Background: an optimization exercise with open tools, aiming at small area, a short achievable clock period and few clock cycles. Do not read the settings as production practice. The RTL was checked by simulation tests, not by an equivalence proof against the original design.

==> run a <==
// cvu_channel
module cvu_channel (
    input             clk,
    input             rst,
    input             reg_we,
    input      [2:0]  reg_addr,
    input      [31:0] reg_wdata,
    input             scrub,
    input             fail_clr,
    input             job_start,
    input             job_verify,
    input      [63:0] job_rx,
    output            job_ready,
    input             in_valid,
    input      [63:0] in_data,
    input      [3:0]  in_nbytes,
    input             in_last,
    output            in_ready,
    output            res_valid,
    output     [63:0] res_value,
    output            res_fail,
    output reg [63:0] last_res,
    output reg [63:0] last_rx,
    output reg [31:0] fail_count,
    output reg [47:0] bytes_total
);
Settings: LEC_CHECK=0, ABC_AREA=0, CAP_MARGIN=30, CORE_MARGIN=2, CORE_UTILIZATION=30, PLACE_DENSITY=0.4, SLEW_MARGIN=30; clock period 55.0 ns.
standard.sh (not shown) runs the stock make flow with config.mk's settings and CLKGATE_MAP_FILE= SYNTH_SCRIPT=/design/flow/synth_recipe.tcl, a recipe that flattens the netlist after the stock synthesis.
==> flow/flow/run.sh <==
#!/bin/bash
# The standard layout (the standard.sh: standard synthesis, floorplan,
# placement, CTS, routing, finish), with two changes to how it optimises:
# - buffer_ports puts buf_2 cells on every input and output port instead of
#   the cell the resizer picks by default (a 4-stage delay buffer, which adds
#   about 0.5-0.8 ns to every path from an input or to an output);
# - the flow's timing repair (repair_timing after floorplan, CTS and global
#   routing) works towards a setup slack of 42.4 ns at the design's 55 ns
#   clock, i.e. paths of at most 12.6 ns, instead of stopping at 0 ns.
# The SDC, clock period and all constraints are the design's, unchanged.
set -euo pipefail
export BUFFER_PORTS_ARGS="-buffer_cell sky130_fd_sc_hd__buf_2"
export SETUP_SLACK_MARGIN=42.4
bash standard.sh finish > standard.log 2>&1
==> inputs of run b, as changes to run a <==
--- a/flow/design.v
+++ b/flow/design.v
@@ -111,84 +111,78 @@
                 p_r8[ri] = p_r8[ri] ^ (p_top[8 - rt] & p_r8[ri - rt]);
     end
     reg        busy;         
     reg        jr;           
     reg        idle;         
     reg        ir;           
     reg        v1, l1;       
-    reg [63:0] d1;           
+    reg [63:0] d1;
     reg [3:0]  n1;
-    reg [2:0]  rot1;         
-    reg [7:0]  hib1;         
-    reg [7:0]  keep1;        
     reg        resv;         
-    reg        rfail;        
-    reg [63:0] res_o;        
-    reg        resv_i;       
-    reg        inc_i;        
+    reg        rfail;
     reg        rdirty;       
     reg [1:0]  rstep;        
     reg [5:0]  j_shift;
     reg        j_refin, j_refout, j_verify;
     reg [63:0] j_xm, j_rx, j_prs, j_r;
     reg [5:0]  r_shift;      
     reg [63:0] crc;
     reg [27:0] j_bytes;
     assign job_ready = jr;
     assign in_ready  = ir;
     assign res_valid = resv;
-    assign res_value = res_o;
+    assign res_value = crc;
     assign res_fail  = rfail;
     wire start_acc = job_start && jr && !rs;
     wire beat_acc  = in_valid && ir && !rs;
     wire last_acc  = beat_acc && in_last;
     wire fin       = v1 && l1;               
     wire ld_r      = rdirty && (jr || fin);
     wire nstep     = !v1 && !ld_r && rstep != 2'd3;
     wire [1:0] rstep_nx = ld_r ? 2'd0 : nstep ? rstep + 2'd1 : rstep;
     wire busy_nx   = start_acc || (busy && !last_acc);
-    wire [3:0]  in_nbe = in_nbytes[3] ? 4'd8 : in_nbytes;    
-    reg  [7:0]  in_lob, in_hib;
+    wire [63:0] drev = j_refin ? d1 : rev_bytes_bits(d1);
+    wire [3:0]  nbe  = n1[3] ? 4'd8 : n1;         
+    reg  [7:0]  lob, hib;
     integer bb;
     always @* begin
         for (bb = 0; bb < 8; bb = bb + 1) begin
-            in_lob[bb] = (bb < in_nbe);
-            in_hib[bb] = (bb >= 8 - in_nbe);
+            lob[bb] = (bb < nbe);
+            hib[bb] = (bb >= 8 - nbe);
         end
     end
-    wire [63:0] in_drev = j_refin ? in_data : rev_bytes_bits(in_data);
-    reg  [63:0] in_dm;
+    reg  [63:0] dm;
     integer di;
     always @* begin
         for (di = 0; di < 64; di = di + 1)
-            in_dm[di] = in_drev[di] & in_lob[di / 8];
+            dm[di] = drev[di] & lob[di / 8];
     end
-    wire [63:0] x0 = crc ^ d1;
-    wire [63:0] x1 = rot1[0] ? {x0[ 7:0], x0[63: 8]} : x0;
-    wire [63:0] x2 = rot1[1] ? {x1[15:0], x1[63:16]} : x1;
-    wire [63:0] x3 = rot1[2] ? {x2[31:0], x2[63:32]} : x2;
+    wire [63:0] x0 = crc ^ dm;
+    wire [63:0] x1 = nbe[0] ? {x0[ 7:0], x0[63: 8]} : x0;
+    wire [63:0] x2 = nbe[1] ? {x1[15:0], x1[63:16]} : x1;
+    wire [63:0] x3 = nbe[2] ? {x2[31:0], x2[63:32]} : x2;
     reg  [63:0] hs, cs;
     integer hi;
     always @* begin
         for (hi = 0; hi < 64; hi = hi + 1) begin
-            hs[hi] = x3[hi] & hib1[hi / 8];
-            cs[hi] = x3[hi] & keep1[hi / 8];
+            hs[hi] = x3[hi] & hib[hi / 8];
+            cs[hi] = x3[hi] & !hib[hi / 8];
         end
     end
     reg  [63:0] spread_r;
     integer si;
     always @* begin
         spread_r = 64'd0;
         for (si = 0; si < 32; si = si + 1)
             spread_r[2*si] = j_r[si];
     end
     wire [63:0] j_pr  = j_prs >> r_shift;
     wire [63:0] j_q   = {j_pr[62:0], 1'b1};
-    wire [63:0] mx    = hs | (spread_r & {64{!v1}});
-    wire [63:0] my    = v1 ? j_r : j_q;
+    wire [63:0] mx    = v1 ? hs  : j_q;
+    wire [63:0] my    = v1 ? j_r : spread_r;
     wire        unal  = l1 && !j_refout;
     wire [63:0] pm    = unal ? j_prs : j_pr;
     wire [63:0] fr, tt;
     wire m1_0 = (mx[0] & my[1]) ^ (mx[1] & my[0]);
     wire m1_1 = (mx[0] & my[2]) ^ (mx[1] & my[1]);
     wire m1_2 = m1_1 ^ (mx[2] & my[0]);
     wire m1_3 = (mx[0] & my[3]) ^ (mx[1] & my[2]);
@@ -3851,29 +3845,22 @@
     wire [6:0]  j_width = 7'd64 - {1'b0, j_shift};
     wire [63:0] j_mask  = width_mask(j_width);
     wire [63:0] fin_raw = j_refout ? c_new : (sh_out ^ rev64(tt));
     wire [63:0] fin_val = (fin_raw & j_mask) ^ j_xm;
     wire [63:0] xr      = (j_xm ^ j_rx) & j_mask;
     wire        fin_mis = j_verify && (((fin_raw & j_mask) ^ xr) != 64'd0);
     always @(posedge clk) begin
-        d1    <= in_dm;
-        n1    <= in_nbytes;
-        rot1  <= in_nbe[2:0];
-        hib1  <= in_hib & {8{beat_acc}};
-        keep1 <= ~in_hib;
+        d1 <= in_data;
+        n1 <= in_nbytes;
         l1 <= in_last;
     end
     always @(posedge clk) begin
         busy <= busy_nx && !rs;
         v1   <= beat_acc;
         resv <= fin && !rs;
-        resv_i <= fin;
-        inc_i  <= fin && fin_mis;
-        res_o  <= fin_val;
-        rfail  <= fin_mis;
         jr   <= !rs && !reg_we && !busy_nx && !last_acc;
         idle <= !busy_nx && !last_acc;
         ir   <= !rs && busy_nx && !last_acc && rstep_nx[1];
         if (rs_p || poly_apply)
             rdirty <= 1'b1;
         else if (ld_r)
             rdirty <= 1'b0;
@@ -3896,31 +3883,30 @@
             j_refout <= p_refout;
             j_verify <= job_verify;
             j_xm     <= p_xorout & p_mask;
             j_rx     <= job_rx & p_bmask;
             crc      <= sh_out;
             j_bytes  <= job_verify ? {24'd0, p_k} : 28'd0;
         end else if (v1) begin
-            crc      <= c_new;
+            crc      <= l1 ? fin_val : c_new;
+            rfail    <= fin_mis;
             j_bytes  <= j_bytes + {24'd0, n1};
         end
     end
-    wire        resv_e = resv_i && !rs_p;                    
-    wire        rep    = resv_e && !scrub;                   
-    wire        inc    = inc_i && !rs_p;                     
+    wire        rep    = resv && !scrub;                     
+    wire        inc    = resv && rfail;
     wire        sat    = &fail_count;
     wire [31:0] fc_inc = fail_count + 32'd1;
     wire [47:0] bt_add = bytes_total + {20'd0, j_bytes};
-    wire        fc_clr = rst || fail_clr;
-    wire        fc_en  = fc_clr || (!scrub && inc && !sat);
-    wire [31:0] fc_d   = fc_clr ? {31'd0, !rst && !scrub && inc} : fc_inc;
     always @(posedge clk) begin
-        if (rs || resv_e)
-            last_res <= rs ? 64'd0 : res_o;
-        if (rs || (resv_e && j_verify))
+        if (rs || resv)
+            last_res <= rs ? 64'd0 : crc;
+        if (rs || (resv && j_verify))
             last_rx  <= rs ? 64'd0 : j_rx;
-        if (fc_en)
-            fail_count <= fc_d;
+        if (rst || fail_clr)
+            fail_count <= {31'd0, !rst && !scrub && inc};
+        else if (!scrub && inc && !sat)
+            fail_count <= fc_inc;
         if (rst || rep)
             bytes_total <= rst ? 48'd0 : bt_add;
     end
 endmodule
==> flow/run.sh (new file) <==
#!/bin/bash
# synth_recipe.tcl (not shown) runs the flow's synth.tcl, then flattens the netlist and writes it again
# the make line also repeats each setting of config.mk as NAME=value (left out here)
make -C /OpenROAD-flow-scripts/flow DESIGN_CONFIG=/design/flow/config.mk WORK_HOME=/design/flow/orfs CLKGATE_MAP_FILE= SYNTH_SCRIPT=/design/flow/synth_recipe.tcl finish
- CAP_MARGIN: 30 -> 20
- PLACE_DENSITY: 0.4 -> 0.38
- SLEW_MARGIN: 30 -> 20
removed: flow/flow/run.sh
removed: flow/standard.sh
==> inputs of run c, as changes to run a <==
==> flow/flow/run.sh (replaced) <==
#!/bin/bash
# The standard layout (the standard.sh: standard synthesis, floorplan,
# placement, CTS, routing, finish), with one change: the buffers that
# buffer_ports puts on every input and output port are buf_2 cells instead of
# the cell the resizer picks by default (a 4-stage delay buffer, which adds
# about 0.5-0.8 ns to every path from an input or to an output).
set -euo pipefail
export BUFFER_PORTS_ARGS="-buffer_cell sky130_fd_sc_hd__buf_2"
bash standard.sh finish > standard.log 2>&1
- CAP_MARGIN: 30 -> 20
- PLACE_DENSITY: 0.4 -> 0.38
- SLEW_MARGIN: 30 -> 20
==> inputs of run d, as changes to run a <==
==> flow/flow/run.sh (replaced) <==
#!/bin/bash
# The standard layout (the standard.sh: standard synthesis, floorplan,
# placement, CTS, routing, finish), with two changes to how it optimises:
# - buffer_ports puts buf_2 cells on every input and output port instead of
#   the cell the resizer picks by default (a 4-stage delay buffer, which adds
#   about 0.5-0.8 ns to every path from an input or to an output);
# - the flow's timing repair (repair_timing after floorplan, CTS and global
#   routing) works towards a setup slack of 42.8 ns at the design's 55 ns
#   clock, i.e. paths of at most 12.2 ns, instead of stopping at 0 ns.
# The SDC, clock period and all constraints are the design's, unchanged.
set -euo pipefail
export BUFFER_PORTS_ARGS="-buffer_cell sky130_fd_sc_hd__buf_2"
export SETUP_SLACK_MARGIN=42.8
bash standard.sh finish > standard.log 2>&1
- CORE_UTILIZATION: 30 -> 35
- CTS_CLUSTER_DIAMETER: default -> 100
- CTS_CLUSTER_SIZE: default -> 20
- PLACE_DENSITY: 0.4 -> 0.5
==> results.txt <==
outcome timing/DRC/antenna clean; synth unique cells approximately 130; dpl cells 18174; 1st-pass router iterations 8; end of the critical path inc_i; Levels on crit path 31
That was run d.
==> results.txt <==
synth unique cells 122; Levels on crit path 32; 1st-pass router iterations 9; outcome timing/DRC/antenna clean; dpl cells about 20000
That was run b.
==> results.txt <==
outcome timing/DRC/antenna clean; synth unique cells 129; end of the critical path inc_i; Levels on crit path 30
That was run a.
==> results.txt <==
outcome timing/DRC/antenna clean; end of the critical path inc_i; synth unique cells between 100 and 150; post-synth top area share between 15 and 20%; Worst path slowest cell xnor3_1; Levels on crit path 32; 1st-pass router iterations 6; site row count between 200 and 250
That was run c.
Testbench counts of run a, summed over its fixed seeds: cycles 50,159.
Testbench counts of run b, summed over its fixed seeds: cycles 50,159.
Testbench counts of run c, summed over its fixed seeds: cycles 50,159.
Testbench counts of run d, summed over its fixed seeds: cycles 50,159.

==> trial 4: inputs <==
Starting RTL as in the previous note.
Settings: LEC_CHECK=0, ABC_AREA=0, CAP_MARGIN=30, CORE_MARGIN=2, CORE_UTILIZATION=30, CTS_CLUSTER_DIAMETER=100, CTS_CLUSTER_SIZE=20, PLACE_DENSITY=0.4, SLEW_MARGIN=30; clock period 55.0 ns.
==> flow/flow/run.sh <==
#!/bin/bash
# The standard layout (the standard.sh: standard synthesis, floorplan,
# placement, CTS, routing, finish), with two changes to how it optimises:
# - buffer_ports puts buf_2 cells on every input and output port instead of
#   the cell the resizer picks by default (a 4-stage delay buffer, which adds
#   about 0.5-0.8 ns to every path from an input or to an output);
# - the flow's timing repair (repair_timing after floorplan, CTS and global
#   routing) works towards a setup slack of 42.8 ns at the design's 55 ns
#   clock, i.e. paths of at most 12.2 ns, instead of stopping at 0 ns.
# The SDC, clock period and all constraints are the design's, unchanged.
set -euo pipefail
export BUFFER_PORTS_ARGS="-buffer_cell sky130_fd_sc_hd__buf_2"
export SETUP_SLACK_MARGIN=42.8
bash standard.sh finish > standard.log 2>&1
==> inputs of trial 15, as changes to trial 4 <==
==> flow/flow/run.sh (replaced) <==
#!/bin/bash
# The standard layout (the standard.sh: standard synthesis, floorplan,
# placement, CTS, routing, finish), with two changes to how it optimises:
# - buffer_ports puts buf_2 cells on every input and output port instead of
#   the cell the resizer picks by default (a 4-stage delay buffer, which adds
#   about 0.5-0.8 ns to every path from an input or to an output);
# - the flow's timing repair (repair_timing after floorplan, CTS and global
#   routing) works towards a setup slack of 43.1 ns at the design's 55 ns
#   clock, i.e. paths of at most 11.9 ns, instead of stopping at 0 ns.
# The SDC, clock period and all constraints are the design's, unchanged.
set -euo pipefail
export BUFFER_PORTS_ARGS="-buffer_cell sky130_fd_sc_hd__buf_2"
export SETUP_SLACK_MARGIN=43.1
bash standard.sh finish > standard.log 2>&1
==> Implementation_results.wiki <==
{| class="wikitable"
! Metric !! Value
|-
| Share of post-route cells with drive strength above 1 || 0.139
|-
| Filler cell count in the final layout || about 40000
|-
| Routed via count divided by cell count || between 5 and 6
|-
| HPWL Detailed || around 530000 um
|-
| Wire length of the first global-routing pass || 937000 um
|-
| Total length of routed met3 wires || 62800 um
|-
| Outcome || finished clean
|-
| Critical path arrival || 1.40 ns
|-
| Most frequent cells in the layout || sky130_fd_sc_hd__nor2_1, sky130_fd_sc_hd__xnor2_1, sky130_fd_sc_hd__nand2_1
|-
| Critical path origin || fail_count[11]
|-
| Via total after detailed routing || 108000
|}
the above is filed under trial 4

==> Implementation_results.wiki <==
{| class="wikitable"
! Metric !! Value
|-
| Clk tree area frac || 0.0181
|-
| Critical path arrival || 1.38 ns
|-
| Share of cell area taken by muxes after synthesis || 0.0696
|-
| Maximum count of clock buffers along a single path || 3
|-
| Outcome || finished clean
|-
| Most frequent cells in the layout || sky130_fd_sc_hd__nor2_1, sky130_fd_sc_hd__xnor2_1, sky130_fd_sc_hd__nand2_1
|-
| Share of post-route cells with drive strength above 1 || 0.138
|-
| Routed via count divided by cell count || 5.66
|-
| HPWL Detailed || between 500000 and 600000 um
|-
| Wire length of the first global-routing pass || about 930000 um
|}
the above is filed under trial 15

Testbench counts of trial 4, summed over its fixed seeds: cycles 50,159.
Testbench counts of trial 15, summed over its fixed seeds: cycles 50,159.

-- separate check: timing with driven ports --
No port has a modelled driver above. Below, the same layouts with a new extraction and two added sets of constraints. Step 1 assumes that a clkbuf_16 drives the clock port and a buf_2 every other input. Step 2 also shifts input and output timing later by t, the mid clock arrival at the registers, as if the neighbouring blocks saw the same clock. a / b / c = no drivers / after step 1 / after step 2; a / b = the first two.
run	t, ns	setup slack, ns	hold slack, ns	cell pins on the clock port's net
run a	0.974	42.288 / 42.288 / 41.532	0.385 / 0.385 / 0.385	1
run b	0.991	40.890 / 40.890 / 40.550	0.443 / 0.443 / 0.443	1
run c	0.920	41.428 / 41.428 / 41.428	0.438 / 0.438 / 0.438	1
run d	0.855	42.518 / 42.474 / 42.172	0.445 / 0.445 / 0.445	1
trial 4	0.855	42.602 / 42.495 / 42.142	0.423 / 0.423 / 0.423	1
trial 15	0.843	42.622 / 42.523 / 42.367	0.443 / 0.443 / 0.443	1
After both steps every run listed still meets setup and hold. For run a, which loses most, drivers alone change the setup slack by 0.000 ns; drivers and shift together by -0.756 ns.
